Context: an optimization exercise on an open-source flow, tuned for small area, a short achievable clock period and few clock cycles per item. The choices shown serve that exercise and are no tape-out recipe.
Where RTL was checked, it was by simulation tests only, not by an equivalence proof against the original.
Only the layout flow was run in run 6; the RTL was not checked for function there.
No activity file was given, so power comes from the tool's default toggle rates.

File: flow/design.v
module gf_mul64 (
    input  wire [63:0] a,
    input  wire [7:0]  c,
    output wire [63:0] p
);
  wire [63:0] m;                 
  assign m[0] = c[0];
  assign m[1] = c[1];
  assign m[2] = c[2];
  assign m[3] = c[3];
  assign m[4] = c[4];
  assign m[5] = c[5];
  assign m[6] = c[6];
  assign m[7] = c[7];
  assign m[8] = c[7];
  assign m[9] = c[0];
  assign m[10] = c[1] ^ c[7];
  assign m[11] = c[2] ^ c[7];
  assign m[12] = c[3] ^ c[7];
  assign m[13] = c[4];
  assign m[14] = c[5];
  assign m[15] = c[6];
  assign m[16] = c[6];
  assign m[17] = c[7];
  assign m[18] = c[0] ^ c[6];
  assign m[19] = c[1] ^ c[6] ^ c[7];
  assign m[20] = c[2] ^ c[6] ^ c[7];
  assign m[21] = c[3] ^ c[7];
  assign m[22] = c[4];
  assign m[23] = c[5];
  assign m[24] = c[5];
  assign m[25] = c[6];
  assign m[26] = c[5] ^ c[7];
  assign m[27] = c[0] ^ c[5] ^ c[6];
  assign m[28] = c[1] ^ c[5] ^ c[6] ^ c[7];
  assign m[29] = c[2] ^ c[6] ^ c[7];
  assign m[30] = c[3] ^ c[7];
  assign m[31] = c[4];
  assign m[32] = c[4];
  assign m[33] = c[5];
  assign m[34] = c[4] ^ c[6];
  assign m[35] = c[4] ^ c[5] ^ c[7];
  assign m[36] = c[0] ^ c[4] ^ c[5] ^ c[6];
  assign m[37] = c[1] ^ c[5] ^ c[6] ^ c[7];
  assign m[38] = c[2] ^ c[6] ^ c[7];
  assign m[39] = c[3] ^ c[7];
  assign m[40] = c[3] ^ c[7];
  assign m[41] = c[4];
  assign m[42] = c[3] ^ c[5] ^ c[7];
  assign m[43] = c[3] ^ c[4] ^ c[6] ^ c[7];
  assign m[44] = c[3] ^ c[4] ^ c[5];
  assign m[45] = c[0] ^ c[4] ^ c[5] ^ c[6];
  assign m[46] = c[1] ^ c[5] ^ c[6] ^ c[7];
  assign m[47] = c[2] ^ c[6] ^ c[7];
  assign m[48] = c[2] ^ c[6] ^ c[7];
  assign m[49] = c[3] ^ c[7];
  assign m[50] = c[2] ^ c[4] ^ c[6] ^ c[7];
  assign m[51] = c[2] ^ c[3] ^ c[5] ^ c[6];
  assign m[52] = c[2] ^ c[3] ^ c[4];
  assign m[53] = c[3] ^ c[4] ^ c[5];
  assign m[54] = c[0] ^ c[4] ^ c[5] ^ c[6];
  assign m[55] = c[1] ^ c[5] ^ c[6] ^ c[7];
  assign m[56] = c[1] ^ c[5] ^ c[6] ^ c[7];
  assign m[57] = c[2] ^ c[6] ^ c[7];
  assign m[58] = c[1] ^ c[3] ^ c[5] ^ c[6];
  assign m[59] = c[1] ^ c[2] ^ c[4] ^ c[5];
  assign m[60] = c[1] ^ c[2] ^ c[3] ^ c[7];
  assign m[61] = c[2] ^ c[3] ^ c[4];
  assign m[62] = c[3] ^ c[4] ^ c[5];
  assign m[63] = c[0] ^ c[4] ^ c[5] ^ c[6];
  genvar l, k;
  generate
    for (l = 0; l < 8; l = l + 1) begin : lane
      for (k = 0; k < 8; k = k + 1) begin : bt
        assign p[8*l+k] = ^({m[56+k], m[48+k], m[40+k], m[32+k],
                             m[24+k], m[16+k], m[8+k], m[k]} & a[8*l +: 8]);
      end
    end
  endgenerate
endmodule
module pq_gpow (
    input  wire [3:0] x,
    output reg  [7:0] gx,
    output reg  [7:0] gnx
);
  always @(*) begin
    case (x)
      4'd0: begin gx = 8'h01; gnx = 8'h01; end
      4'd1: begin gx = 8'h02; gnx = 8'h8E; end
      4'd2: begin gx = 8'h04; gnx = 8'h47; end
      4'd3: begin gx = 8'h08; gnx = 8'hAD; end
      4'd4: begin gx = 8'h10; gnx = 8'hD8; end
      4'd5: begin gx = 8'h20; gnx = 8'h6C; end
      4'd6: begin gx = 8'h40; gnx = 8'h36; end
      4'd7: begin gx = 8'h80; gnx = 8'h1B; end
      4'd8: begin gx = 8'h1D; gnx = 8'h83; end
      4'd9: begin gx = 8'h3A; gnx = 8'hCF; end
      4'd10: begin gx = 8'h74; gnx = 8'hE9; end
      4'd11: begin gx = 8'hE8; gnx = 8'hFA; end
      4'd12: begin gx = 8'hCD; gnx = 8'h7D; end
      4'd13: begin gx = 8'h87; gnx = 8'hB0; end
      4'd14: begin gx = 8'h13; gnx = 8'h58; end
      default: begin gx = 8'h26; gnx = 8'h2C; end
    endcase
  end
endmodule
module pq_k1 (
    input  wire [3:0] x,
    input  wire [3:0] y,
    output reg  [7:0] k
);
  always @(*) begin
    case (y - x)
      4'd0: k = 8'h00;
      4'd1: k = 8'hF4;
      4'd2: k = 8'hA7;
      4'd3: k = 8'h9D;
      4'd4: k = 8'h72;
      4'd5: k = 8'hED;
      4'd6: k = 8'h5F;
      4'd7: k = 8'h54;
      4'd8: k = 8'hA0;
      4'd9: k = 8'hA9;
      4'd10: k = 8'hFB;
      4'd11: k = 8'h74;
      4'd12: k = 8'h85;
      4'd13: k = 8'hE4;
      4'd14: k = 8'hC0;
      default: k = 8'h8A;
    endcase
  end
endmodule
module pq_engine (
    input  wire        clk,
    input  wire        rst,
    input  wire        cmd_valid,
    output wire        cmd_ready,
    input  wire [2:0]  cmd_op,
    input  wire [1:0]  cmd_width,    
    input  wire [3:0]  cmd_x,
    input  wire [3:0]  cmd_y,
    input  wire [7:0]  cmd_rows,     
    input  wire        in_valid,
    output wire        in_ready,
    input  wire [63:0] in_data,
    output reg         out_valid,
    input  wire        out_ready,
    output wire [63:0] out_a,
    output wire [63:0] out_b
);
  localparam OP_GEN = 3'd0;
  localparam OP_RDP = 3'd1;
  localparam OP_RDQ = 3'd2;
  localparam OP_RDD = 3'd3;
  localparam OP_RMW = 3'd4;
  localparam OP_CHK = 3'd5;
  function [7:0] xt;             
    input [7:0] v;
    xt = {v[6:0], 1'b0} ^ (v[7] ? 8'h1D : 8'h00);
  endfunction
  function [1:0] step;
    input [3:0] p;
    input       rec, dd;         
    input [3:0] mx, my;
    reg         sk1, sk2;
    begin
      sk1  = (rec && p + 4'd1 == mx) || (dd && p + 4'd1 == my);
      sk2  = dd && p + 4'd2 == my;
      step = !sk1 ? 2'd1 : sk2 ? 2'd3 : 2'd2;
    end
  endfunction
  function [7:0] xi;             
    input [7:0] v;
    xi = {1'b0, v[7:1]} ^ (v[0] ? 8'h8E : 8'h00);
  endfunction
  reg        c_act;              
  reg [2:0]  c_op;
  reg [3:0]  c_x, c_y, c_dl, c_cnt;
  reg [7:0]  c_rows;             
  reg [1:0]  c_tl, c_p0, c_s0;
  reg [7:0]  c_off, c_tq;        
  reg        c_fa;
  reg        first;              
  reg        last;               
  reg        ll;                 
  reg        upd;                
  reg [3:0]  dl;                 
  reg [1:0]  tix;                
  reg [3:0]  pos;                
  reg [1:0]  s;                  
  reg [7:0]  r;                  
  reg [7:0]  coef;               
  reg        ea;                 
  reg        rdy_free, rdy_wait;
  assign in_ready  = rdy_free || (rdy_wait && out_ready);
  assign cmd_ready = !c_act || (ll && in_valid);
  wire beat = in_valid && in_ready;
  wire take = cmd_valid && cmd_ready;
  wire [63:0] prod;
  gf_mul64 u_mul (.a(in_data), .c(coef), .p(prod));
  reg [63:0] acc_a, acc_b;
  assign out_a = acc_a;
  assign out_b = acc_b;
  wire keep = !(beat && first);
  always @(posedge clk) begin
    acc_a <= (acc_a & {64{keep}}) ^ (in_data & {64{beat & ea}})
           ^ (prod & {64{beat & c_fa}});
    acc_b <= (acc_b & {64{keep}}) ^ (prod & {64{beat}});
  end
  wire [7:0] i_gx, i_gnx, i_k1;
  pq_gpow u_gpow (.x(cmd_x), .gx(i_gx), .gnx(i_gnx));
  pq_k1   u_k1   (.x(cmd_x), .y(cmd_y), .k(i_k1));
  wire [3:0] i_w  = (cmd_width == 2'd0) ? 4'd3 : (cmd_width == 2'd1) ? 4'd7 : 4'd15;
  wire       i_x0 = (cmd_x == 4'd0);
  reg  [3:0] i_dl;               
  reg  [1:0] i_tl;               
  reg  [7:0] i_off, i_tq, i_r0, i_c0;
  wire       i_rec = (cmd_op == OP_RDP) || (cmd_op == OP_RDQ) || (cmd_op == OP_RDD);
  wire       i_dd  = (cmd_op == OP_RDD);
  wire [1:0] i_p0  = (i_rec && i_x0) ? ((i_dd && cmd_y == 4'd1) ? 2'd2 : 2'd1) : 2'd0;
  wire [1:0] i_s0  = (i_rec && cmd_x == 4'd1) ? ((i_dd && cmd_y == 4'd2) ? 2'd3 : 2'd2) :
                     (i_dd && i_x0 && cmd_y == 4'd2) ? 2'd2 : 2'd1;
  always @(*) begin
    i_dl  = i_w;
    i_tl  = 2'd0;
    i_off = 8'h00;
    i_tq  = 8'h01;
    i_r0  = 8'h01;
    i_c0  = 8'h01;
    case (cmd_op)
      OP_RDP: begin
        i_dl  = i_w - 4'd1;
        i_off = 8'h01;
        i_tq  = i_gnx;
        i_r0  = i_x0 ? 8'h02 : i_gnx;
        i_c0  = i_x0 ? 8'h03 : (i_gnx ^ 8'h01);
      end
      OP_RDQ: begin
        i_dl  = i_w - 4'd1;
        i_off = i_gx;
        i_r0  = i_x0 ? 8'h02 : 8'h01;
        i_c0  = i_x0 ? 8'h03 : (i_gx ^ 8'h01);
      end
      OP_RDD: begin              
        i_dl  = i_w - 4'd2;
        i_tl  = 2'd1;
        i_off = i_k1;
        i_tq  = i_k1;
        i_r0  = i_k1;
        i_c0  = 8'h00;
      end
      OP_RMW: begin
        i_tl  = 2'd3;
        i_off = i_gx;
        i_c0  = 8'h00;
      end
      OP_CHK: i_tl = 2'd1;
      default: ;
    endcase
  end
  wire       rec   = (c_op == OP_RDP) || (c_op == OP_RDQ) || (c_op == OP_RDD);
  wire [7:0] r1    = xt(r);
  wire [7:0] r2    = xt(r1);
  wire [7:0] r3    = xt(r2);
  wire [3:0] pos_n = pos + {2'b00, s};
  wire [7:0] r_n   = (s == 2'd1) ? r1 : (s == 2'd2) ? r2 : r3;
  wire [1:0] s_n   = step(pos_n, rec, c_op == OP_RDD, c_x, c_y);
  wire       d_n   = upd && (dl != 4'd0);        
  wire [1:0] t_n   = upd ? 2'd0 : tix + 2'd1;    
  wire       l_n   = d_n ? (dl == 4'd1 && c_op == OP_GEN) : (t_n == c_tl);
  reg [7:0] tr_coef;
  reg       tr_ea;
  always @(*) begin
    tr_coef = c_off;
    tr_ea   = 1'b1;
    case (c_op)
      OP_CHK: begin
        tr_coef = t_n[0] ? c_tq : 8'h00;
        tr_ea   = !t_n[0];
      end
      OP_RDP: begin
        tr_coef = c_tq;
        tr_ea   = 1'b0;
      end
      OP_RDD: begin
        tr_coef = t_n[0] ? c_tq : c_off;
        tr_ea   = !t_n[0];
      end
      OP_RMW: begin
        tr_coef = t_n[1] ? c_off : t_n[0] ? c_tq : 8'h00;
        tr_ea   = t_n[1] || !t_n[0];
      end
      default: ;
    endcase
  end
  wire       c_x0 = (c_x == 4'd0);
  reg  [7:0] c_r0;
  always @(*) begin
    case (c_op)
      OP_RDP:  c_r0 = c_x0 ? 8'h02 : c_tq;
      OP_RDQ:  c_r0 = c_x0 ? 8'h02 : 8'h01;
      OP_RDD:  c_r0 = !c_x0 ? c_tq : (c_y == 4'd1) ? xt(xt(c_tq)) : xt(c_tq);
      default: c_r0 = 8'h01;
    endcase
  end
  wire [7:0] r_lp = c_x0 ? xt(r) : xi(r);
  wire rowend = beat && last;
  wire c_done = rowend && (c_rows == 8'd0);
  wire again  = rowend && (c_rows != 8'd0);      
  wire act_n  = take || (c_act && !c_done);
  wire [3:0] cnt_n = take ? ((cmd_op == OP_RDD) ? (i_x0 ? {2'b00, i_p0} : cmd_x) : 4'd0)
                          : (c_cnt != 4'd0) ? c_cnt - 4'd1 : 4'd0;
  wire first_n = take || again || (first && !beat);
  wire ov_n    = rowend || (out_valid && !out_ready);
  always @(posedge clk) begin
    if (rst) begin
      c_act     <= 1'b0;
      out_valid <= 1'b0;
      rdy_free  <= 1'b0;
      rdy_wait  <= 1'b0;
      ll        <= 1'b0;
    end else begin
      c_act     <= act_n;
      out_valid <= ov_n;
      c_cnt     <= cnt_n;
      rdy_free  <= act_n && (cnt_n == 4'd0) && (!first_n || !ov_n);
      rdy_wait  <= act_n && (cnt_n == 4'd0) && first_n && ov_n;
      if (take) begin
        c_op   <= cmd_op;
        c_x    <= cmd_x;
        c_y    <= cmd_y;
        c_dl   <= i_dl;
        c_tl   <= i_tl;
        c_rows <= cmd_rows;
        c_off  <= i_off;
        c_tq   <= i_tq;
        c_p0   <= i_p0;
        c_s0   <= i_s0;
        c_fa   <= (cmd_op == OP_RDP) || (cmd_op == OP_RDD);
      end else begin
        if (rowend) c_rows <= c_rows - 8'd1;
        if (c_cnt != 4'd0 && !c_x0) c_tq <= xi(c_tq);
      end
      if (take) begin
        first <= 1'b1;
        last  <= 1'b0;
        ll    <= 1'b0;
        upd   <= (cmd_op != OP_RMW);
        dl    <= i_dl;
        tix   <= 2'd0;
        pos   <= {2'b00, i_p0};
        s     <= i_s0;
        r     <= i_r0;
        coef  <= i_c0;
        ea    <= 1'b1;
      end else if (c_cnt != 4'd0) begin
        r     <= r_lp;
        coef  <= r_lp ^ c_off;
      end else if (again) begin
        first <= 1'b1;
        last  <= 1'b0;
        ll    <= 1'b0;
        upd   <= (c_op != OP_RMW);
        dl    <= c_dl;
        tix   <= 2'd0;
        pos   <= {2'b00, c_p0};
        s     <= c_s0;
        r     <= c_r0;
        coef  <= (c_op == OP_RMW) ? 8'h00 : c_r0 ^ c_off;
        ea    <= 1'b1;
      end else if (beat) begin
        first <= 1'b0;
        last  <= l_n;
        ll    <= l_n && (c_rows == 8'd0);
        upd   <= d_n;
        dl    <= dl - 4'd1;
        tix   <= t_n;
        pos   <= pos_n;
        s     <= s_n;
        r     <= r_n;
        if (d_n) begin
          coef <= r_n ^ c_off;
          ea   <= 1'b1;
        end else begin
          coef <= tr_coef;
          ea   <= tr_ea;
        end
      end
    end
  end
endmodule
File: flow/flow/run.sh
#!/bin/bash
# Standard layout, with the port buffers made from buf_2 instead of the
# default delay buffers.
export BUFFER_PORTS_ARGS="-buffer_cell sky130_fd_sc_hd__buf_2"
bash standard.sh > standard.log 2>&1
File: flow/standard.sh
#!/bin/bash
# synth_recipe.tcl (not shown) runs the flow's synth.tcl, then flattens the netlist and writes it again
# the make line also repeats each setting of config.mk as NAME=value (left out here)
make -C /OpenROAD-flow-scripts/flow DESIGN_CONFIG=/design/flow/config.mk WORK_HOME=/design/flow/orfs CLKGATE_MAP_FILE= SYNTH_SCRIPT=/design/flow/synth_recipe.tcl "${@:-finish}"
File: flow/config.mk
export PLATFORM = sky130hd
export DESIGN_NAME = pq_engine
export DESIGN_NICKNAME = pq_engine
export VERILOG_FILES = /design/flow/design.v
export SDC_FILE = /design/flow/constraint.sdc
export NUM_CORES = 4
export LEC_CHECK = 0
export CAP_MARGIN = 20
export CORE_MARGIN = 2
export CORE_UTILIZATION = 45
export CTS_BUF_LIST = sky130_fd_sc_hd__clkbuf_8
export SETUP_SLACK_MARGIN = 2.75
export SLEW_MARGIN = 20
export TNS_END_PERCENT = 5
File: flow/constraint.sdc
create_clock -name core_clock -period 5.5 [get_ports {clk}]
set_input_delay 1.1000 -clock core_clock [delete_from_list [all_inputs] [get_ports {clk}]]
set_output_delay 1.1000 -clock core_clock [all_outputs]
set_load 0.01 [all_outputs]
==> reports/results.ini, run 1 <==
[sta]
period_minus_slack_ns=2.87
hold_ws_ns=0.468
layout_setup_ws_ns=2.63
hold_viol=0
post-route-period-util=0.522
drv_slew=0
max-slew-margin-rel=0.382
finalClockSkew_ns=0.0318
setup_viol=0
worst_pin_slew_ns=0.928
tns_ns=0
rsz0062_at_grt=true
fmax_mhz=348

[grt]
grt_max_degree=64
grt_overflow=0
grt_pass1_wl_mm=110
grt_pass1_vias=18800
antenna_found_initial=5
grt_util_all_layers=0.299

[synthesis]
synth_top_area_frac=0.153
syn_nets=2767
yosysWarningCount=3
synth_area_leader_cell=xnor2_1
synth_edf_count=82
synth-main-ff-cell=dfxtp_1
synthCells=2657
async_flop_share=0
synth-seq-area-share=0.249
synth.area.top_cells=xnor2_1 (15%), nand2_1 (14%), dfxtp_1 (13%), edfxtp_1 (12%), xnor3_1 (7.6%)
ys_seq_elements=215
ys_types=77
avgSynthCellArea_um2=7.73
synth_area_um2=20500

[clocking]
clock_sinks=215
clk_pin_slew_worst_paths_ns=0.05
cts_root_buf=clkbuf_8
clk_latency_ns=0.63
cts_hold_buf=0
cts_tree=done
htree_levels=2
clockBufferDepth=3
cts_made_buffers=43

[critical_path]
start_kind=input pin
cp-end-kind=flop
crit_path_start=out_ready
worstReg2RegStart=s[0]$_DFFE_PP_
crit_type=in -> reg
worst_ep_required_time_ns=5.85
arrival_ns=3.22
path_max_fanout=11
worstRegToRegCells=12

[routing]
remaining_drc_errors=0
ant_nets=0
wire_per_inst_um=20.8
routed_wl_mm=71.7
vias=19400
via_per_inst=5.63
drt-initial-drc-count=1525
drtPass1Iterations=5

[final_layout]
final_cells=3445
finalNetCount=2923
area_growth_pct=16.0
fillers=4276
design_area_um2=23800
final_layout_size_suffix_gt1_frac=0.175

[placed_design]
dp_cells=3302
place_area_um2=21900
gp_congestion=0.902
place_ws_ns=1.47
io_buffers=220
hpwlAfterDp_mm=48.8

[hold_path]
holdPathStages=2
min_path_type=reg -> reg
min_from=acc_b[23]$_DFF_P_

[die]
core-area_um2=45200
rows=78
io_pins=221
fp.dieH_um=218
die_w_um=218
start_util=0.455
die-area_um2=47400

[outcome]
status=complete, no violations

[job]
cap_violations=0

[power_and_ir_drop]
leakage_nw=10.2
vdd_ir_drop_max_v=0.000233
power_density_nw_per_um2=458

-- layer usage --
metal,part of all wire,track usage,vias up
met1,0.40,0.371,9258
met5,0.00071,0,-
met4,0.047,0.148,8
li1,-,-,9086
met2,0.47,0.491,830
met3,0.082,0.0625,202
-- placed cells by master (no fill, tap or decap), drive strengths merged, types with 6 or more instances in the layout --
master / count
a22oi: 16
a221oi: 8
o31ai: 8
o22ai: 23
clkinv: 14
a31oi: 8
inv: 58
dfxtp: 133
or3: 6
o221ai: 12
nor3: 20
edfxtp: 82
a22o: 11
xor2: 149
mux2i: 23
o21ai: 83
a211oi: 14
mux2: 20
nor2: 197
xnor3: 69
buf: 316
nand2: 749
a21oi: 139
clkbuf: 52
and3: 7
nor2b: 22
ha: 18
nand2b: 11
o211ai: 52
nand3: 56
xnor2: 378
-- registers in the layout, indices dropped and copies added, names as in the netlist, 8 cells and up --
register,flops
c_rows,8
r,8
c_off,8
acc_a,64
coef,8
acc_b,64
c_tq,8
-- worst paths after layout --
path / end / slack, ns
setup / recovery: r[1]$_DFFE_PP_ / 2.63
setup reg to reg: s[1]$_DFFE_PP_ / 2.64
hold / removal: acc_b[23]$_DFF_P_ / 0.47
hold reg to reg: acc_b[23]$_DFF_P_ / 0.47
-- worst max-delay path, stage by stage --
cell	delay (ns)
buf_2	0.09
a21o_1	0.28
nand3_1	0.26
nor2_1	0.53
buf_4	0.32
nor2_1	0.07
o311ai_0	0.41
o211ai_1	0.15
-- kinds of logic after synthesis --
kind of cell	synth area share
adders and majority gates	0.0134
buffers and inverters	0.0521
muxes	0.0233
and+or+nand+nor	0.217
xor gates and xnor gates	0.315
AOI/OAI and AO/OA	0.130
DFF	0.249
-- where the power goes --
group	internal [mW]	total [mW]	switching, mW
Combinational	3.11	6.63	3.52
Sequential	2.16	2.58	0.418
Clock	0.894	1.69	0.798
-- metrics by stage --
stage	utilization	power (mW)
after CTS	0.521	10.8
after global placement	0.485	8.64
after global routing	0.527	11.6
after detailed placement	0.485	8.76
final	0.527	10.9
after floorplan	-	7.06
-- cell type report --
| type | instances | area [um^2] | share of cell area |
|---|---|---|---|
| Timing Repair Buffer | 320 | 2000 | 0.0840 |
| Clock buffer | 48 | 661 | 0.0277 |
| Clock inverter | 28 | 176 | 0.00740 |
| Tap cell | 600 | 751 | 0.0315 |
| Antenna cell | 1 | 2.50 | 0.000105 |
| Sequential cell | 215 | 5120 | 0.215 |
| Inverter | 47 | 184 | 0.00772 |
| Multi-Input combinational cell | 2186 | 14900 | 0.626 |
-- timing repair --
action / in CTS / in global routing
pin swaps: 15 / 12
endpoints found under the setup margin: 167 / 188
cloned: 3 / 1
gates resized for setup: 42 / 38
setup buffers: 49 / 13
-- synthesized netlist by cell type, drive strengths merged (11+ instances only) --
master / instances
a21oi: 139
mux2i: 23
clkbuf: 139
nand2: 749
a22o: 11
nor3: 20
dfxtp: 133
nor2b: 22
buf: 73
a211oi: 14
edfxtp: 82
inv: 47
a22oi: 16
xnor3: 69
xor2: 147
ha: 18
o211ai: 52
nand2b: 11
mux2: 20
o22ai: 23
o221ai: 12
xnor2: 377
o21ai: 83
nand3: 56
nor2: 197
Testbench counts, summed over its fixed seeds: cycles 23,351, rows 2,762.
==> run 2: changes to the inputs <==
--- a/flow/config.mk
+++ b/flow/config.mk
@@ -9,6 +9,5 @@
 export CORE_MARGIN = 2
 export CORE_UTILIZATION = 45
 export CTS_BUF_LIST = sky130_fd_sc_hd__clkbuf_8
-export SETUP_SLACK_MARGIN = 2.75
+export SETUP_SLACK_MARGIN = 2.6
 export SLEW_MARGIN = 20
-export TNS_END_PERCENT = 5
==> run 2 against run 1 <==
  * First-iteration DRC count grew 5.1%
  * Sequential power is essentially flat
  * Worst hold slack gained 0.0022 ns
  * Largest cell class unchanged
==> reports/results.ini, run 2 <==
[sta]
finalClockSkew_ns=0.0297  ; -0.00210 ns
fmax_mhz=348  ; about the same
setup_viol=0  ; unchanged
period_minus_slack_ns=2.87  ; -0.000440 ns
hold_viol=0  ; unchanged
hold_ws_ns=0.471  ; +0.00216 ns
worst_pin_slew_ns=0.985  ; +0.0569 ns
drv_slew=0  ; unchanged
post-route-period-util=0.522  ; about the same
tns_ns=0  ; unchanged
rsz0062_at_grt=true
max-slew-margin-rel=0.344  ; -0.0380

[hold_path]
min_path_type=reg -> reg
min_from=acc_b[47]$_DFF_P_
min_to=acc_b[47]$_DFF_P_
holdPathStages=2  ; unchanged

[die]
rows=78  ; unchanged
start_util=0.455  ; unchanged
core-area_um2=45200  ; unchanged
die-area_um2=47400  ; unchanged
die_w_um=218  ; unchanged
fp.dieH_um=218  ; unchanged
io_pins=221  ; unchanged

[synthesis]
synth_most_common_cell=nand2_1
synth_edf_count=82  ; unchanged
ys_seq_elements=215  ; unchanged
synth-main-ff-cell=dfxtp_1
synth_area_um2=20500  ; unchanged
async_flop_share=0  ; unchanged
ys_types=77  ; unchanged
synth.area.top_cells=xnor2_1 (15%), nand2_1 (14%), dfxtp_1 (13%), edfxtp_1 (12%), xnor3_1 (7.6%)
synth-seq-area-share=0.249  ; unchanged
synthCells=2657  ; unchanged
yosysWarningCount=3  ; unchanged
synth_area_leader_cell=xnor2_1
syn_nets=2767  ; unchanged
avgSynthCellArea_um2=7.73  ; unchanged
synth_top_area_frac=0.153  ; unchanged
synth_common_cells=nand2_1 (749), xnor2_1 (359), nor2_1 (197)

[clocking]
cts_made_buffers=43  ; unchanged
clk_pin_slew_worst_paths_ns=0.06  ; about the same
cts_root_buf=clkbuf_8
clk_latency_ns=0.64  ; about the same
cts_hold_buf=0  ; unchanged
clock_sinks=215  ; unchanged
cts_tree=done
htree_levels=2  ; unchanged
clockBufferDepth=3  ; unchanged

[final_layout]
design_area_um2=23600  ; -1.0%
multi_input_area_um2=14800  ; -0.62%
final_layout_size_suffix_gt1_frac=0.164  ; -0.0103
seqCellArea_um2=5120  ; unchanged
finalNetCount=2899  ; -0.82%
area_growth_pct=14.8
fillers=4413  ; +3.2%
final_common_cell=nand2_1
most-common-layout-cells=nand2_1 (745), xnor2_1 (351), buf_2 (217)
largestRegisters=acc_a: 64 flops, acc_b: 64 flops

[grt]
grt_pass1_wl_mm=109  ; -0.24%
grt_overflow=0  ; unchanged
grt_max_degree=72  ; +13%
antenna_found_initial=6  ; +1
grt_util_all_layers=0.298  ; about the same
grt_pass1_vias=18600  ; -1.0%

[routing]
routed_wl_mm=72.2  ; +0.69%
wire_per_inst_um=21.1  ; +1.3%
via_per_inst=5.63  ; about the same
drtPass1Iterations=5  ; unchanged
remaining_drc_errors=0  ; unchanged
drt-initial-drc-count=1603  ; +5.1%
vias=19300  ; -0.55%
ant_nets=0  ; unchanged

[power_and_ir_drop]
clockPowerShare=0.155  ; about the same
leakage_nw=10.1  ; -1.0%
seqPwrFrac=0.242  ; +0.005
comb_power_share=0.603  ; -0.005
switching_share=0.434  ; about the same
power_density_nw_per_um2=455  ; -0.48%
vdd_ir_drop_max_v=0.000210  ; -9.7%
total_power_mw=10.7  ; -1.5%
p_int_mw=6.07  ; -1.5%
power.switching_mw=4.66  ; -1.5%

[placed_design]
place_area_um2=22000  ; +0.19%
io_buffers=220  ; unchanged
gp_congestion=0.937  ; +3.8%
hpwlAfterDp_mm=49.3  ; +1.0%

[critical_path]
worst_ep_required_time_ns=6.07  ; +0.22 ns
start_kind=input pin
cp-end-kind=flop
path_max_fanout=41  ; +30
crit_type=in -> reg
arrival_ns=3.44  ; +0.22 ns
worstReg2RegStart=coef[7]$_DFFE_PP_
reg2reg_to=acc_a[22]$_DFF_P_
ff2ff_setup_slack_ns=2.71  ; +0.07 ns
worstRegToRegCells=9  ; -3

[job]
cap_violations=0  ; unchanged

[outcome]
status=complete, no violations

==> run 2: routing by layer <==
metal,GRT usage,vias up,wire (um)
met5,0,-,58
met2,0.497,758,34800
met1,0.382,9294,29400
li1,-,9059,-
met4,0.123,8,2470
met3,0.0515,158,5530
==> run 2: timing repair <==
item                                   4_1_cts  5_1_grt
setup endpoints to repair                  153      111
cloned                                       2        2
setup buffers                               22       18
endpoints found under the hold margin        0        0
gates resized for setup                     30       25
pin swaps                                    8        7
==> run 2: final cells by class <==
cell class                      instances  share of cell area
Timing Repair Buffer                  297              0.0777
Antenna cell                            4            0.000425
Inverter                               47             0.00780
Sequential cell                       215               0.217
Multi-Input combinational cell       2185               0.629
Clock buffer                           53              0.0309
Tap cell                              600              0.0318
Clock inverter                         24             0.00483
==> run 2: logic make-up (layout without fill, tap and decap cells) <==
group | count (synthesis) | after routing | share of synthesized area
AO/OA/AOI/OAI | 421 | 421 | 0.130
multiplexers | 44 | 44 | 0.0233
other | 0 | 4 | 0
flip-flops | 215 | 215 | 0.249
XOR/XNOR | 597 | 599 | 0.315
adder cells (fa/ha/maj) | 21 | 21 | 0.0134
buffers and inverters | 259 | 421 | 0.0521
AND/OR/NAND/NOR | 1100 | 1100 | 0.217
==> run 2: power by group through the flow <==
stage / Combinational (mW) / Sequential [mW] / Clock [mW]
6_report: 6.48 / 2.59 / 1.67
5_1_grt: 6.99 / 2.66 / 1.77
4_1_cts: 6.34 / 2.59 / 1.70
3_5_place_dp: 6.11 / 2.63 / 0
3_3_place_gp: 6.01 / 2.61 / 0
2_1_floorplan: 4.36 / 2.70 / 0
==> run 2: worst max-delay path by stage <==
stage,start,endpoint,slack (ns),depth (start not counted)
global route,in_valid,rdy_wait$_SDFF_PP0_,2.53,8
CTS,coef[3]$_DFFE_PP_,acc_a[60]$_DFF_P_,2.60,9
floorplan,cmd_x[1],r[7]$_DFFE_PP_,2.39,10
detailed placement,cmd_x[0],r[0]$_DFFE_PP_,1.43,9
global placement,cmd_x[0],r[0]$_DFFE_PP_,1.49,9
finish,in_valid,rdy_wait$_SDFF_PP0_,2.63,8
==> run 2: per-stage QoR <==
step           utilization  instances  worst slack [ns]
4_1_cts              0.514       3401              2.60
6_report             0.522       3425              2.63
3_3_place_gp         0.486       3300              1.49
2_1_floorplan            -       2657              2.39
5_1_grt              0.522       3421              2.53
3_5_place_dp         0.486       3300              1.43
==> run 2: critical path, stage by stage <==
cell	delay (ns)
buf_2	0.17
nand2_1	0.08
nand2_1	0.12
nand2_2	0.55
nand2_1	0.63
o22ai_1	0.17
or3_1	0.42
nor3b_1	0.18
==> run 3: changes to the inputs <==
--- a/flow/config.mk
+++ b/flow/config.mk
@@ -9,5 +9,5 @@
 export CORE_MARGIN = 2
 export CORE_UTILIZATION = 45
 export CTS_BUF_LIST = sky130_fd_sc_hd__clkbuf_8
-export SETUP_SLACK_MARGIN = 2.6
+export SETUP_SLACK_MARGIN = 2.75
 export SLEW_MARGIN = 20
==> run 3 against run 2 <==
  * Still clean
  * Global-route usage is 0.29 points lower
  * Critical path depth is 4 lower
  * Wire length is 0.50% higher
  * Critical path type is now in -> out
  * Largest cell class unchanged
==> reports/results.ini, run 3 <==
[outcome]
status=complete, no violations

[final_layout]
design_area_um2=24100  ; +2.3%
fin_util=0.534  ; +0.0122
largestRegisters=acc_a: 64 flops, acc_b: 64 flops
finalNetCount=2929  ; +1.0%
most-common-layout-cells=nand2_1 (743), xnor2_1 (352), buf_2 (217)
final_common_cell=nand2_1
final_cells=3455  ; +0.88%
area_growth_pct=17.4
fillers=4322  ; -2.1%
final_layout_size_suffix_gt1_frac=0.181  ; +0.0161

[routing]
ant_nets=0  ; unchanged
via_per_inst=5.58  ; -0.88%
drtPass1Iterations=6  ; +1
vias=19300  ; -0.010%
drt-initial-drc-count=1575  ; -1.7%
wire_per_inst_um=21.0  ; -0.37%
routed_wl_mm=72.6  ; +0.50%
remaining_drc_errors=0  ; unchanged

[sta]
tns_ns=0  ; unchanged
hold_viol=0  ; unchanged
period_minus_slack_ns=2.74  ; -0.128 ns
max-slew-margin-rel=0.370  ; +0.0269
drv_slew=0  ; unchanged
finalClockSkew_ns=0.0443  ; +0.0146 ns
rsz0062_at_grt=true
post-route-period-util=0.499  ; -0.0232
worst_pin_slew_ns=0.943  ; -0.0413 ns
setup_viol=0  ; unchanged
fmax_mhz=364  ; +4.7%

[grt]
antenna_found_initial=5  ; -1
grt_pass1_wl_mm=109  ; -0.53%
grt_overflow=0  ; unchanged
grt_util_all_layers=0.296  ; -0.00288
grt_pass1_vias=18400  ; -1.2%
grt_max_degree=72  ; unchanged

[synthesis]
synth-main-ff-cell=dfxtp_1
synth_edf_count=82  ; unchanged
syn_nets=2767  ; unchanged
ys_seq_elements=215  ; unchanged
synthCells=2657  ; unchanged
synth_area_um2=20500  ; unchanged
yosysWarningCount=3  ; unchanged
ys_types=77  ; unchanged
synth-seq-area-share=0.249  ; unchanged
synth.area.top_cells=xnor2_1 (15%), nand2_1 (14%), dfxtp_1 (13%), edfxtp_1 (12%), xnor3_1 (7.6%)
synth_area_leader_cell=xnor2_1
synth_top_area_frac=0.153  ; unchanged
synth_most_common_cell=nand2_1
synth_common_cells=nand2_1 (749), xnor2_1 (359), nor2_1 (197)
async_flop_share=0  ; unchanged
avgSynthCellArea_um2=7.73  ; unchanged

[hold_path]
min_to=acc_b[39]$_DFF_P_
holdPathStages=2  ; unchanged
min_path_type=reg -> reg
min_from=acc_b[39]$_DFF_P_

[critical_path]
reg2reg_to=s[1]$_DFFE_PP_
ff2ff_setup_slack_ns=2.78  ; +0.07 ns
crit_type=in -> out
start_kind=input pin
arrival_ns=1.64  ; -1.80 ns
worstReg2RegStart=s[0]$_DFFE_PP_
worstRegToRegCells=11  ; +2
cp-end-kind=output pin
worst_ep_required_time_ns=4.40  ; -1.67 ns
path_max_fanout=6  ; -85%

[clocking]
cts_made_buffers=43  ; unchanged
clk_pin_slew_worst_paths_ns=0.05  ; about the same
clock_sinks=215  ; unchanged
cts_hold_buf=0  ; unchanged
clk_latency_ns=0.65  ; about the same
cts_root_buf=clkbuf_8
clockBufferDepth=3  ; unchanged
cts_tree=done
htree_levels=2  ; unchanged

[power_and_ir_drop]
power_density_nw_per_um2=456  ; +0.12%
leakage_nw=10.3  ; +2.2%
total_power_mw=11.0  ; +2.5%
vdd_ir_drop_max_v=0.000226  ; +7.5%

[die]
start_util=0.455  ; unchanged
fp.dieH_um=218  ; unchanged
die-area_um2=47400  ; unchanged
io_pins=221  ; unchanged
die_w_um=218  ; unchanged
rows=78  ; unchanged
core-area_um2=45200  ; unchanged

[placed_design]
hpwlAfterDp_mm=48.2  ; -2.1%
dp_cells=3300  ; unchanged
gp_congestion=0.929  ; -0.85%
place_area_um2=21900  ; -0.14%
io_buffers=220  ; unchanged

[job]
cap_violations=0  ; unchanged

## run 3: how the worst max path moves through the flow
stage	startpoint	to	slack, ns	cells past startpoint
floorplan	cmd_x[1]	r[7]$_DFFE_PP_	2.39	10
global placement	cmd_x[0]	r[0]$_DFFE_PP_	1.52	9
detailed placement	cmd_x[0]	r[0]$_DFFE_PP_	1.42	9
CTS	coef[5]$_DFFE_PP_	acc_b[12]$_DFF_P_	2.66	8
global route	s[0]$_DFFE_PP_	s[1]$_DFFE_PP_	2.66	11
finish	in_valid	cmd_ready	2.76	4
## run 3: logic make-up (layout without fill, tap and decap cells)
family	count (synthesis)	in the layout	synth area share
AND/OR/NAND/NOR	1100	1101	0.217
XOR/XNOR	597	601	0.315
AO/OA/AOI/OAI	421	421	0.130
buffers and inverters	259	449	0.0521
flip-flops	215	215	0.249
multiplexers	44	44	0.0233
adder cells (fa/ha/maj)	21	21	0.0134
other	0	3	0
## run 3: critical path, cell delays in order
cell     delay [ns]
buf_2          0.17
nand2_1        0.07
nand2_1        0.15
buf_2          0.16
## run 3: power by group
part           leakage, nW  internal, mW  switching, mW
Sequential            1.88          2.16          0.430
Combinational         7.90          3.18           3.52
Clock                0.504         0.928          0.785
Total                 10.3          6.27           4.73
## run 3: area by class of cell
type	count	area, um^2	area share
multi-input cells	2188	15000	0.622
flip-flops and latches	215	5120	0.212
diodes	3	7.51	0.000311
clock inverters	24	133	0.00550
repair buffers	324	2180	0.0903
inverters	47	184	0.00762
well taps	600	751	0.0311
clock buffers	54	743	0.0308
## run 3: layer usage
metal / wire length [um] / GRT usage
met5: 50 / 0
met4: 2930 / 0.114
met1: 29200 / 0.375
met3: 5800 / 0.0517
met2: 34600 / 0.500
## run 3: what timing repair did
action                                  CTS  global route
endpoints found under the setup margin  165           184
hold endpoints to repair                  0             0
resized for setup                        43            60
pin swaps                                20            16
cloned                                    4             4
setup buffers                            42            24
## run 3: metrics by stage
stage,setup slack [ns],hold WS [ns]
floorplan,2.39,0.441
global placement,1.52,0.457
detailed placement,1.42,0.459
CTS,2.66,0.470
global route,2.66,0.481
finish,2.76,0.466
==> run 4: changes to the inputs <==
--- a/flow/config.mk
+++ b/flow/config.mk
@@ -8,6 +8,6 @@
 export CAP_MARGIN = 20
 export CORE_MARGIN = 2
 export CORE_UTILIZATION = 45
-export CTS_BUF_LIST = sky130_fd_sc_hd__clkbuf_8
+export CTS_BUF_LIST = sky130_fd_sc_hd__clkbuf_4
 export SETUP_SLACK_MARGIN = 2.75
 export SLEW_MARGIN = 20
==> run 4 against run 3 <==
  * Global-route usage up 0.15 points
  * Cell count is 1.2% higher
  * Sequential share of layout area rose by 0.051 points
  * Via count is 0.65% higher
  * Non-clock buffer count is 1 lower
  * Sequential power about the same
  * Sequential cell count stayed put
  * Setup slack is essentially flat
  * Utilization shrank 0.13 points
  * Design area down 0.24%
  * Critical path depth rose by 7
  * Clock skew is 0.010 ns higher
  * Largest cell class unchanged
==> reports/results.ini, run 4 <==
[outcome]
status=complete, no violations

[synthesis]
synth_most_common_cell=nand2_1
ys_seq_elements=215  ; unchanged
synth-main-ff-cell=dfxtp_1
synth_area_leader_cell=xnor2_1
synth_area_um2=20500  ; unchanged
yosysWarningCount=3  ; unchanged
synth_edf_count=82  ; unchanged
ys_types=77  ; unchanged
avgSynthCellArea_um2=7.73  ; unchanged
synth.area.top_cells=xnor2_1 (15%), nand2_1 (14%), dfxtp_1 (13%), edfxtp_1 (12%), xnor3_1 (7.6%)
synth_common_cells=nand2_1 (749), xnor2_1 (359), nor2_1 (197)
syn_nets=2767  ; unchanged
async_flop_share=0  ; unchanged
synthCells=2657  ; unchanged
synth-seq-area-share=0.249  ; unchanged
synth_top_area_frac=0.153  ; unchanged

[sta]
max-slew-margin-rel=0.259  ; -0.111
finalClockSkew_ns=0.0547  ; +0.0105 ns
layout_setup_ws_ns=2.76  ; +0.000200 ns
hold_viol=0  ; unchanged
drv_slew=0  ; unchanged
rsz0062_at_grt=true
fmax_mhz=364  ; about the same
hold_ws_ns=0.469  ; +0.00281 ns
period_minus_slack_ns=2.74  ; -0.000200 ns
setup_viol=0  ; unchanged
tns_ns=0  ; unchanged
post-route-period-util=0.499  ; about the same
worst_pin_slew_ns=1.11  ; +0.168 ns

[power_and_ir_drop]
total_power_mw=11.1  ; +0.48%
leakage_nw=10.3  ; about the same
vdd_ir_drop_max_v=0.000263  ; +16%
power_density_nw_per_um2=459  ; +0.72%

[routing]
drtPass1Iterations=5  ; -1
routed_wl_mm=72.6  ; about the same
drt-initial-drc-count=1591  ; +1.0%
wire_per_inst_um=20.7  ; -1.3%
via_per_inst=5.55  ; -0.58%
ant_nets=0  ; unchanged
remaining_drc_errors=0  ; unchanged
vias=19400  ; +0.65%

[clocking]
cts_made_buffers=67  ; +56%
htree_levels=3  ; +1
cts_tree=done
clockBufferDepth=3  ; unchanged
cts_root_buf=clkbuf_4
clock_sinks=215  ; unchanged
clk_pin_slew_worst_paths_ns=0.06  ; about the same
clk_latency_ns=0.81  ; +0.16 ns

[final_layout]
largestRegisters=acc_a: 64 flops, acc_b: 64 flops
design_area_um2=24100  ; -0.24%
final_common_cell=nand2_1
fin_util=0.533  ; -0.00127
seqCellArea_um2=5120  ; unchanged
most-common-layout-cells=nand2_1 (743), xnor2_1 (348), buf_2 (217)
fillers=4348  ; +0.60%
area_growth_pct=17.2
final_layout_size_suffix_gt1_frac=0.188  ; +0.00725
finalNetCount=2951  ; +0.75%
final_cells=3498  ; +1.2%
multi_input_area_um2=15000  ; -0.26%

[die]
core-area_um2=45200  ; unchanged
die-area_um2=47400  ; unchanged
fp.dieH_um=218  ; unchanged
start_util=0.455  ; unchanged
rows=78  ; unchanged
io_pins=221  ; unchanged
die_w_um=218  ; unchanged

[placed_design]
hpwlAfterDp_mm=48.2  ; unchanged
place_ws_ns=1.42  ; unchanged
gp_congestion=0.929  ; unchanged
io_buffers=220  ; unchanged
place_area_um2=21900  ; unchanged
dp_cells=3300  ; unchanged

[critical_path]
path_max_fanout=3  ; -3
start_kind=flop
worst_ep_required_time_ns=6.03  ; +1.63 ns
cp-end-kind=flop
crit_type=reg -> reg
worstRegToRegCells=11  ; unchanged
reg2reg_to=s[1]$_DFFE_PP_
ff2ff_setup_slack_ns=2.76  ; -0.02 ns
arrival_ns=3.27  ; +1.63 ns
worstReg2RegStart=s[0]$_DFFE_PP_

[grt]
grt_pass1_vias=18600  ; +1.0%
grt_util_all_layers=0.297  ; +0.00148
grt_max_degree=72  ; unchanged
grt_pass1_wl_mm=109  ; +0.26%
antenna_found_initial=6  ; +1
grt_overflow=0  ; unchanged

[hold_path]
min_from=acc_b[39]$_DFF_P_
holdPathStages=2  ; unchanged
min_path_type=reg -> reg
min_to=acc_b[39]$_DFF_P_

[job]
cap_violations=0  ; unchanged

run 4: cell types whose count changed in the layout (fill, tap and decap cells not counted), sizes merged:
cell,previous run,this run
clkinvlp,3,2
diode,3,7
nor2,198,197
buf,321,316
clkinv,4,29
inv,63,48
clkbuf,57,90
bufinv,1,4
run 4: cell families after synthesis:
group	Yosys count	share of synthesized area
xor+xnor	597	0.315
fa+ha+maj	21	0.0134
compound gates	421	0.130
buf+inv	259	0.0521
mux	44	0.0233
flops	215	0.249
simple gates	1100	0.217
run 4: what timing repair did:
item / 4_1_cts / 5_1_grt
endpoints found under the setup margin: 154 / 150
hold buffers: 0 / 0
setup buffers: 42 / 22
gates cloned: 3 / 5
endpoints found under the hold margin: 0 / 0
gates resized for setup: 33 / 48
pin swaps: 14 / 16
run 4: worst max-delay path, cell delays in order, from the launching register on:
cell      delay, ns
edfxtp_1       0.35
ha_1           0.17
inv_1          0.06
fa_2           0.58
inv_2          0.07
ha_1           0.20
nand2_1        0.08
xor3_1         0.27
xor2_1         0.16
a32oi_1        0.19
nor2_1         0.09
a211o_1        0.28
run 4: metal layers:
metal / global-route usage / routed length [um] / vias to the layer above
met5: 0 / 45 / -
li1: - / - / 9205
met4: 0.116 / 2660 / 8
met1: 0.375 / 29300 / 9267
met3: 0.0630 / 6040 / 150
met2: 0.495 / 34500 / 771
run 4: worst max path at each step:
| stage | start | end | cells after the start |
|---|---|---|---|
| after floorplan | cmd_x[1] | r[7]$_DFFE_PP_ | 10 |
| after global placement | cmd_x[0] | r[0]$_DFFE_PP_ | 9 |
| after detailed placement | cmd_x[0] | r[0]$_DFFE_PP_ | 9 |
| after CTS | coef[4]$_DFFE_PP_ | acc_b[12]$_DFF_P_ | 9 |
| after global routing | s[0]$_DFFE_PP_ | s[1]$_DFFE_PP_ | 11 |
| final | s[0]$_DFFE_PP_ | s[1]$_DFFE_PP_ | 11 |
run 4: layout make-up:
type | count | area share
Multi-Input combinational cell | 2187 | 0.622
Inverter | 47 | 0.00764
Timing Repair Buffer | 323 | 0.0889
Antenna cell | 7 | 0.000728
Sequential cell | 215 | 0.213
Clock inverter | 36 | 0.0109
Clock buffer | 83 | 0.0259
Tap cell | 600 | 0.0312
run 4: power breakdown:
group / switching, mW / internal (mW)
Combinational: 3.53 / 3.20
Clock: 0.833 / 0.910
Sequential: 0.429 / 2.16
==> run 5: changes to the inputs <==
==> flow/flow/run.sh (replaced) <==
#!/bin/bash
# Standard layout, with the port buffers made from buf_1 instead of the
# default delay buffers.
export BUFFER_PORTS_ARGS="-buffer_cell sky130_fd_sc_hd__buf_1"
bash standard.sh > standard.log 2>&1
--- a/flow/config.mk
+++ b/flow/config.mk
@@ -8,6 +8,6 @@
 export CAP_MARGIN = 20
 export CORE_MARGIN = 2
 export CORE_UTILIZATION = 45
-export CTS_BUF_LIST = sky130_fd_sc_hd__clkbuf_4
+export CTS_BUF_LIST = sky130_fd_sc_hd__clkbuf_8
 export SETUP_SLACK_MARGIN = 2.75
 export SLEW_MARGIN = 20
==> run 5 against run 4 <==
  * Clock power hardly changed
  * First-iteration DRC count is 16% higher
  * Sequential cell count stayed put
  * Still clean
  * Setup slack worse by 0.037 ns
  * Global-route usage is 0.36 points higher
  * Via count is 0.90% higher
  * Synthesized area stayed put
  * Worst hold slack better by 0.0010 ns
  * Non-clock buffer count is 29 higher
==> reports/results.ini, run 5 <==
[final_layout]
largestRegisters=acc_a: 64 flops, acc_b: 64 flops
area_growth_pct=17.5
finalNetCount=2954  ; +0.10%
final_layout_size_suffix_gt1_frac=0.124  ; -0.0639
most-common-layout-cells=nand2_1 (744), xnor2_1 (345), buf_1 (211)
final_common_cell=nand2_1

[critical_path]
slowest_delay_ns=0.59  ; about the same
arrival_ns=3.14  ; -0.13 ns
crit_family=adder cells
cp-end-kind=flop
crit_path_start=s[0]$_DFFE_PP_
cpMostUsedCell=inv_2
crit_type=reg -> reg
cpMaxStageDelayCell=fa_2
worstReg2RegStart=s[0]$_DFFE_PP_
worst_ep_required_time_ns=5.86  ; -0.17 ns
cp_num_buf_inv=2  ; unchanged
path_max_fanout=2  ; -1
cp_cell_sequence=ha_2, inv_2, fa_2, inv_2, ha_4, nand2_2, xor3_2, xor2_1, a32oi_1, nor2_1, a211o_1
start_kind=flop

[power_and_ir_drop]
power.switching_mw=4.82  ; +0.60%
vdd_ir_drop_max_v=0.000231  ; -12%
seqPwrFrac=0.235  ; about the same
leakage_nw=9.87  ; -4.1%
total_power_mw=11.1  ; +0.22%
power_density_nw_per_um2=459  ; about the same
p_int_mw=6.26  ; about the same
comb_power_share=0.610  ; +0.002
clockPowerShare=0.156  ; -0.002
switching_share=0.435  ; +0.00165

[grt]
antenna_found_initial=4  ; -2
grt_pass1_wl_mm=110  ; +0.85%
grt_util_all_layers=0.301  ; +0.00359
grt_overflow=0  ; unchanged
grt_pass1_vias=18700  ; +0.40%
grt_max_degree=72  ; unchanged

[sta]
max-slew-margin-rel=0.340  ; +0.0808
fmax_mhz=360  ; -1.3%
setup_viol=0  ; unchanged
post-route-period-util=0.506  ; +0.00666
finalClockSkew_ns=0.0422  ; -0.0125 ns
hold_viol=0  ; unchanged
tns_ns=0  ; unchanged
rsz0062_at_grt=true
drv_slew=0  ; unchanged
worst_pin_slew_ns=0.990  ; -0.121 ns
period_minus_slack_ns=2.78  ; +0.0367 ns

[placed_design]
gp_congestion=0.976  ; +5.1%
io_buffers=220  ; unchanged
hpwlAfterDp_mm=50.0  ; +3.6%

[routing]
routed_wl_mm=73.5  ; +1.3%
drt-initial-drc-count=1848  ; +16%
via_per_inst=5.64  ; +1.6%
remaining_drc_errors=0  ; unchanged
ant_nets=0  ; unchanged
wire_per_inst_um=21.2  ; +2.0%
vias=19600  ; +0.90%
drtPass1Iterations=8  ; +3

[synthesis]
ys_seq_elements=215  ; unchanged
synth_common_cells=nand2_1 (749), xnor2_1 (359), nor2_1 (197)
ys_types=77  ; unchanged
synth_area_um2=20500  ; unchanged
synth-seq-area-share=0.249  ; unchanged
async_flop_share=0  ; unchanged
synth_most_common_cell=nand2_1
synth_edf_count=82  ; unchanged
synth_top_area_frac=0.153  ; unchanged
avgSynthCellArea_um2=7.73  ; unchanged
synth.area.top_cells=xnor2_1 (15%), nand2_1 (14%), dfxtp_1 (13%), edfxtp_1 (12%), xnor3_1 (7.6%)
synth_area_leader_cell=xnor2_1
synthCells=2657  ; unchanged
synth-main-ff-cell=dfxtp_1
syn_nets=2767  ; unchanged
yosysWarningCount=3  ; unchanged

[clocking]
htree_levels=2  ; -1
clockBufferDepth=3  ; unchanged
clk_latency_ns=0.64  ; -0.17 ns
cts_made_buffers=43  ; -36%
cts_hold_buf=0  ; unchanged
cts_root_buf=clkbuf_8
cts_tree=done
clk_pin_slew_worst_paths_ns=0.06  ; about the same
clock_sinks=215  ; unchanged

[die]
fp.dieH_um=218  ; unchanged
die_w_um=218  ; unchanged
io_pins=221  ; unchanged
core-area_um2=45200  ; unchanged
die-area_um2=47400  ; unchanged
rows=78  ; unchanged
start_util=0.455  ; unchanged

[hold_path]
min_from=acc_b[15]$_DFF_P_
min_path_type=reg -> reg

[job]
cap_violations=0  ; unchanged

[outcome]
status=complete, no violations

-- run 5: cell counts after synthesis --
No cell type changed its count.
-- run 5: final timing paths --
check,end,slack [ns],cells past startpoint
setup / recovery,s[1]$_DFFE_PP_,2.72,11
hold / removal,acc_b[15]$_DFF_P_,0.47,2
setup reg to reg,s[1]$_DFFE_PP_,2.72,11
hold reg to reg,acc_b[15]$_DFF_P_,0.47,2
-- run 5: cell type report --
cell class | instances | area (um^2)
fillers | 4263 | 21000
clock buffers | 48 | 661
repair buffers | 352 | 2120
inverters | 47 | 189
well taps | 600 | 751
multi-input cells | 2185 | 15100
diodes | 1 | 2.50
clock inverters | 26 | 194
flip-flops and latches | 215 | 5120
-- run 5: metrics by stage --
stage	instance area, um^2	util	setup WS [ns]	instances	hold WS [ns]
floorplan	20700	-	2.39	2657	0.441
global placement	21700	0.480	1.65	3305	0.457
detailed placement	21700	0.480	1.63	3305	0.464
CTS	23500	0.520	2.70	3445	0.470
global route	24100	0.534	2.57	3473	0.482
finish	24100	0.534	2.72	3474	0.470
-- run 5: per-layer routing --
layer  part of all wire  vias to the layer above  GRT usage  wire length, um
met5            0.00058                        -          0               43
met4              0.042                        6      0.140             3050
met3              0.081                      177     0.0625             5950
met2               0.47                      847      0.501            34800
met1               0.40                     9400      0.372            29700
li1                   -                     9146          -                -
-- run 5: power groups by stage --
stage          clock network [mW]  logic, mW  registers (mW)
2_1_floorplan                   0       4.36            2.70
3_3_place_gp                    0       5.85            2.65
3_5_place_dp                    0       5.96            2.68
4_1_cts                      1.76       6.44            2.59
5_1_grt                      1.81       7.25            2.66
6_report                     1.73       6.75            2.60
-- run 5: worst min-delay path, stage by stage, from the launching register on --
cell and delay [ns]:
dfxtp_1 0.31, nand2_1 0.06, xnor2_1 0.05
-- run 5: what timing repair did --
item / 4_1_cts / 5_1_grt
cloned: 2 / 2
pin swaps: 16 / 38
endpoints found under the setup margin: 180 / 125
resized for setup: 55 / 93
buffers inserted: 64 / 26
-- run 5: logic make-up (layout without fill, tap and decap cells) --
logic type      Yosys count  count (layout)  synth area share
simple gates           1100            1100             0.217
buf+inv                 259             473            0.0521
other cells               0               1                 0
compound gates          421             421             0.130
mux                      44              44            0.0233
fa+ha+maj                21              21            0.0134
xor+xnor                597             599             0.315
flops                   215             215             0.249
==> run 6: changes to the inputs <==
--- a/flow/design.v
+++ b/flow/design.v
@@ -177,7 +177,6 @@
   reg [2:0]  c_op;
   reg [3:0]  c_x, c_y, c_dl, c_cnt;
   reg [7:0]  c_rows;             
-  reg [1:0]  c_tl, c_p0, c_s0;
   reg [7:0]  c_off, c_tq;        
   reg        c_fa;
   reg        first;              
@@ -213,7 +212,6 @@
   wire [3:0] i_w  = (cmd_width == 2'd0) ? 4'd3 : (cmd_width == 2'd1) ? 4'd7 : 4'd15;
   wire       i_x0 = (cmd_x == 4'd0);
   reg  [3:0] i_dl;               
-  reg  [1:0] i_tl;               
   reg  [7:0] i_off, i_tq, i_r0, i_c0;
   wire       i_rec = (cmd_op == OP_RDP) || (cmd_op == OP_RDQ) || (cmd_op == OP_RDD);
   wire       i_dd  = (cmd_op == OP_RDD);
@@ -222,7 +220,6 @@
                      (i_dd && i_x0 && cmd_y == 4'd2) ? 2'd2 : 2'd1;
   always @(*) begin
     i_dl  = i_w;
-    i_tl  = 2'd0;
     i_off = 8'h00;
     i_tq  = 8'h01;
     i_r0  = 8'h01;
@@ -243,18 +240,15 @@
       end
       OP_RDD: begin              
         i_dl  = i_w - 4'd2;
-        i_tl  = 2'd1;
         i_off = i_k1;
         i_tq  = i_k1;
         i_r0  = i_k1;
         i_c0  = 8'h00;
       end
       OP_RMW: begin
-        i_tl  = 2'd3;
         i_off = i_gx;
         i_c0  = 8'h00;
       end
-      OP_CHK: i_tl = 2'd1;
       default: ;
     endcase
   end
@@ -267,6 +261,8 @@
   wire [1:0] s_n   = step(pos_n, rec, c_op == OP_RDD, c_x, c_y);
   wire       d_n   = upd && (dl != 4'd0);        
   wire [1:0] t_n   = upd ? 2'd0 : tix + 2'd1;    
+  wire [1:0] c_tl  = (c_op == OP_CHK || c_op == OP_RDD) ? 2'd1 :    
+                     (c_op == OP_RMW) ? 2'd3 : 2'd0;                 
   wire       l_n   = d_n ? (dl == 4'd1 && c_op == OP_GEN) : (t_n == c_tl);
   reg [7:0] tr_coef;
   reg       tr_ea;
@@ -294,6 +290,10 @@
     endcase
   end
   wire       c_x0 = (c_x == 4'd0);
+  wire       c_dd = (c_op == OP_RDD);
+  wire [1:0] c_p0 = (rec && c_x0) ? ((c_dd && c_y == 4'd1) ? 2'd2 : 2'd1) : 2'd0;
+  wire [1:0] c_s0 = (rec && c_x == 4'd1) ? ((c_dd && c_y == 4'd2) ? 2'd3 : 2'd2) :
+                    (c_dd && c_x0 && c_y == 4'd2) ? 2'd2 : 2'd1;
   reg  [7:0] c_r0;
   always @(*) begin
     case (c_op)
@@ -330,12 +330,9 @@
         c_x    <= cmd_x;
         c_y    <= cmd_y;
         c_dl   <= i_dl;
-        c_tl   <= i_tl;
         c_rows <= cmd_rows;
         c_off  <= i_off;
         c_tq   <= i_tq;
-        c_p0   <= i_p0;
-        c_s0   <= i_s0;
         c_fa   <= (cmd_op == OP_RDP) || (cmd_op == OP_RDD);
       end else begin
         if (rowend) c_rows <= c_rows - 8'd1;
==> flow/flow/run.sh (replaced) <==
#!/bin/bash
# Standard layout, with the port buffers made from buf_2 instead of the
# default delay buffers.
export BUFFER_PORTS_ARGS="-buffer_cell sky130_fd_sc_hd__buf_2"
bash standard.sh > standard.log 2>&1
--- a/flow/config.mk
+++ b/flow/config.mk
@@ -8,6 +8,6 @@
 export CAP_MARGIN = 20
 export CORE_MARGIN = 2
 export CORE_UTILIZATION = 45
-export CTS_BUF_LIST = sky130_fd_sc_hd__clkbuf_8
+export CTS_BUF_LIST = sky130_fd_sc_hd__clkbuf_4
 export SETUP_SLACK_MARGIN = 2.75
 export SLEW_MARGIN = 20
==> run 6 against run 5 <==
  * Design area down 1.5%
  * Die area down 1.8%
  * Critical path depth down 2
  * Worst hold slack better by 0.022 ns
  * Utilization up 0.33 points
  * Cell count up 0.95%
  * Power up 0.57%
  * Sequential cell count down 6
  * Via count up 1.3%
  * Synthesized cell count up 0.72%
  * Setup slack better by 0.015 ns
==> reports/results.ini, run 6 <==
[routing]
ant_nets=0  ; unchanged
vias=19800  ; +1.3%
remaining_drc_errors=0  ; unchanged
drtPass1Iterations=8  ; unchanged
wire_per_inst_um=21.2  ; +0.34%
drt-initial-drc-count=1858  ; +0.54%
via_per_inst=5.65  ; +0.35%
routed_wl_mm=74.5  ; +1.3%

[power_and_ir_drop]
p_int_mw=6.16  ; -1.6%
leakage_nw=10.0  ; +1.3%
power_density_nw_per_um2=469  ; +2.1%
vdd_ir_drop_max_v=0.000194  ; -16%
switching_share=0.447  ; +0.0123
clockPowerShare=0.151  ; -0.005
seqPwrFrac=0.222  ; -0.013
power.switching_mw=4.98  ; +3.4%
comb_power_share=0.627  ; +0.017

[final_layout]
final_common_cell=nand2_1
most-common-layout-cells=nand2_1 (757), xnor2_1 (390), buf_2 (216)
final_cells=3507  ; +0.95%
area_growth_pct=17.9
largestRegisters=acc_a: 64 flops, acc_b: 64 flops
finalNetCount=2975  ; +0.71%
fillers=4230  ; -0.77%
final_layout_size_suffix_gt1_frac=0.195  ; +0.0714

[synthesis]
synth_compound_gate_area_share=0.134  ; +0.00478
avgSynthCellArea_um2=7.54  ; -2.5%
yosys.area_share.simple=0.229  ; +0.0123
synth-xor-area-share=0.306  ; -0.00931
synth-main-ff-cell=dfxtp_1
synthCells=2676  ; +0.72%
synth-seq-area-share=0.245  ; -0.00428
synth_fa_ha_area_frac=0.0136  ; +0.000250
async_flop_share=0  ; unchanged
yosysWarningCount=3  ; unchanged
synth_top_area_frac=0.176  ; +0.0228
syn_nets=2786  ; +0.69%
ys_seq_elements=209  ; -2.8%
ys_types=80  ; +3.9%
synth_edf_count=76  ; -7.3%
synth_common_cells=nand2_1 (765), xnor2_1 (405), nor2_1 (183)
synth.area.top_cells=xnor2_1 (18%), nand2_1 (14%), dfxtp_1 (13%), edfxtp_1 (11%), xnor3_1 (6.5%)
synth_most_common_cell=nand2_1
synth_top_family_by_area=XOR/XNOR gates
muxShareOfSynthArea=0.0227  ; -0.000558
synth_area_um2=20200  ; -1.8%
synth_area_leader_cell=xnor2_1

[placed_design]
gp_congestion=0.912  ; -6.5%
dp_cells=3306  ; +0.030%
io_buffers=220  ; unchanged
hpwlAfterDp_mm=49.5  ; -1.0%

[critical_path]
slowest_delay_ns=0.48  ; -0.11 ns
cpMaxStageDelayCell=xor3_2
start_kind=flop
cp_cell_sequence=buf_4, xor3_2, xor2_4, buf_4, nand2_1, xnor3_1, xnor3_1, nor2_1, xnor2_1
crit_type=reg -> reg
arrival_ns=3.47  ; +0.33 ns
path_max_fanout=12  ; +10
worstReg2RegStart=coef[6]$_DFFE_PP_
cp-end-kind=flop
crit_path_start=coef[6]$_DFFE_PP_
worst_ep_required_time_ns=6.20  ; +0.34 ns

[grt]
grt_max_degree=84  ; +17%
grt_overflow=0  ; unchanged
antenna_found_initial=4  ; unchanged
grtUsageMet2=0.484  ; -0.0171
grtUsageMet3=0.0771  ; +0.0146
grt_pass1_wl_mm=112  ; +1.8%
grt_pass1_vias=18600  ; -0.14%
busiest_layer=met2
grt_util_all_layers=0.310  ; +0.00910
met1_usage=0.416  ; +0.0447

[clocking]
clock_sinks=209  ; -2.8%
cts_made_buffers=67  ; +56%
cts_root_buf=clkbuf_4
clk_latency_ns=0.84  ; +0.20 ns
htree_levels=3  ; +1
clockBufferDepth=3  ; unchanged
clk_pin_slew_worst_paths_ns=0.06  ; about the same
cts_tree=done

[sta]
finalClockSkew_ns=0.0644  ; +0.0222 ns
worst_pin_slew_ns=1.11  ; +0.120 ns
post-route-period-util=0.503  ; -0.00264
drv_slew=0  ; unchanged
rsz0062_at_grt=true
period_minus_slack_ns=2.77  ; -0.0145 ns
fmax_mhz=361  ; +0.53%
tns_ns=0  ; unchanged
hold_viol=0  ; unchanged
setup_viol=0  ; unchanged
max-slew-margin-rel=0.260  ; -0.0800

[hold_path]
min_path_type=reg -> reg
min_from=acc_b[28]$_DFF_P_

[outcome]
status=complete, no violations

[die]
die-area_um2=46500  ; -1.8%
fp.dieH_um=216  ; -0.90%
start_util=0.456  ; +0.00140
io_pins=221  ; unchanged
die_w_um=216  ; -0.90%
rows=77  ; -1.3%
core-area_um2=44200  ; -2.1%

[job]
cap_violations=0  ; unchanged

run 6: cell count changes in the layout (fill, tap and decap cells not counted), sizes merged, moves of 10 or more:
cell	before	now
clkbuf	53	98
xnor2	377	405
inv	60	33
buf	347	325
xor2	149	130
nand2	749	765
nand2b	11	27
nand3	56	71
nor2	197	183
xnor3	69	58
clkinv	7	17
run 6: final timing paths:
check             slack, ns  cells past startpoint                 to
hold reg to reg        0.49                      1  acc_b[28]$_DFF_P_
setup / recovery       2.73                      9  acc_a[12]$_DFF_P_
hold / removal         0.49                      1  acc_b[28]$_DFF_P_
setup reg to reg       2.73                      9  acc_a[12]$_DFF_P_
run 6: cell type report:
class                           instances  area, um^2  area share
Clock buffer                           92         691      0.0291
Clock inverter                         20         153     0.00642
Multi-Input combinational cell       2221       14900       0.627
Antenna cell                            7        17.5    0.000737
Inverter                               35         170     0.00716
Sequential cell                       209        4940       0.208
Timing Repair Buffer                  331        2160      0.0907
Tap cell                              592         741      0.0312
run 6: kinds of logic after synthesis:
group / count (synthesis)
fa+ha+maj: 21
xor+xnor: 599
flops: 209
buf+inv: 248
simple gates: 1128
compound gates: 429
mux: 42
run 6: repair_timing:
item | in CTS | in global routing
gates cloned | 2 | 4
gates resized for setup | 49 | 51
buffers inserted | 49 | 27
pin swaps | 8 | 16
endpoints found under the hold margin | 0 | 0
hold buffers | 0 | 0
endpoints found under the setup margin | 181 | 90
run 6: per-stage QoR:
step	worst slack, ns	cell area [um^2]	utilization	power, mW	hold slack (ns)
floorplan	2.30	20400	-	6.99	0.441
global placement	1.45	21700	0.490	8.71	0.462
detailed placement	1.39	21700	0.490	8.83	0.479
CTS	2.75	23200	0.525	10.9	0.439
global route	2.64	23800	0.537	11.8	0.438
finish	2.73	23800	0.538	11.1	0.491
run 6: power by group through the flow:
stage	combinational, mW	clock (mW)	sequential (mW)
floorplan	4.42	0	2.58
global placement	6.19	0	2.51
detailed placement	6.29	0	2.53
CTS	6.68	1.73	2.47
global route	7.47	1.81	2.53
finish	6.99	1.69	2.47
run 6: worst max-delay path, delay by kind of cell, from the launching register on:
kind	cells	cell delay, ns
xor gates and xnor gates	5	1.67
buffers and inverters	2	0.43
and+or+nand+nor	2	0.17
DFF	1	0.39
run 6: metal layers:
layer / vias to the layer above / share of wire
met3: 167 / 0.091
met4: 0 / 0.030
li1: 9289 / -
met5: - / 0
met2: 908 / 0.45
met1: 9467 / 0.43

## afterwards: timing with drivers on the ports
No port has a modelled driver above. Below, the same layouts with a new extraction and two added sets of constraints.
Step 1 sets driving cells, clkbuf_16 on the clock port and buf_2 on the other inputs (assumed; they add their load-dependent delay and slew).
Step 2, shift: input delay + t, output delay - t, t = (earliest + latest rising clock arrival at the registers) / 2. This alone moves slack from input paths to output paths.
a / b / c = ideal ports / drivers / drivers and shift; a / b = the first two.
run | t, ns | setup WS [ns] | worst setup path after step 2 | pins driven straight from the clock port
run 1 | 0.670 | 2.627 / 2.638 / 1.989 | input to register | 1
run 2 | 0.688 | 2.627 / 2.648 / 1.960 | input to register | 1
run 3 | 0.676 | 2.755 / 2.732 / 2.116 | input to register | 1
run 4 | 0.836 | 2.755 / 2.755 / 2.018 | input to register | 1
run 5 | 0.677 | 2.719 / 2.719 / 2.061 | input to register | 1
run 6 | 0.859 | 2.733 / 2.733 / 1.986 | input to register | 1
After both steps setup and hold are still met in every run listed. The setup slack of run 6, which loses most, moves by 0.000 ns with the drivers and by -0.747 ns with both steps.
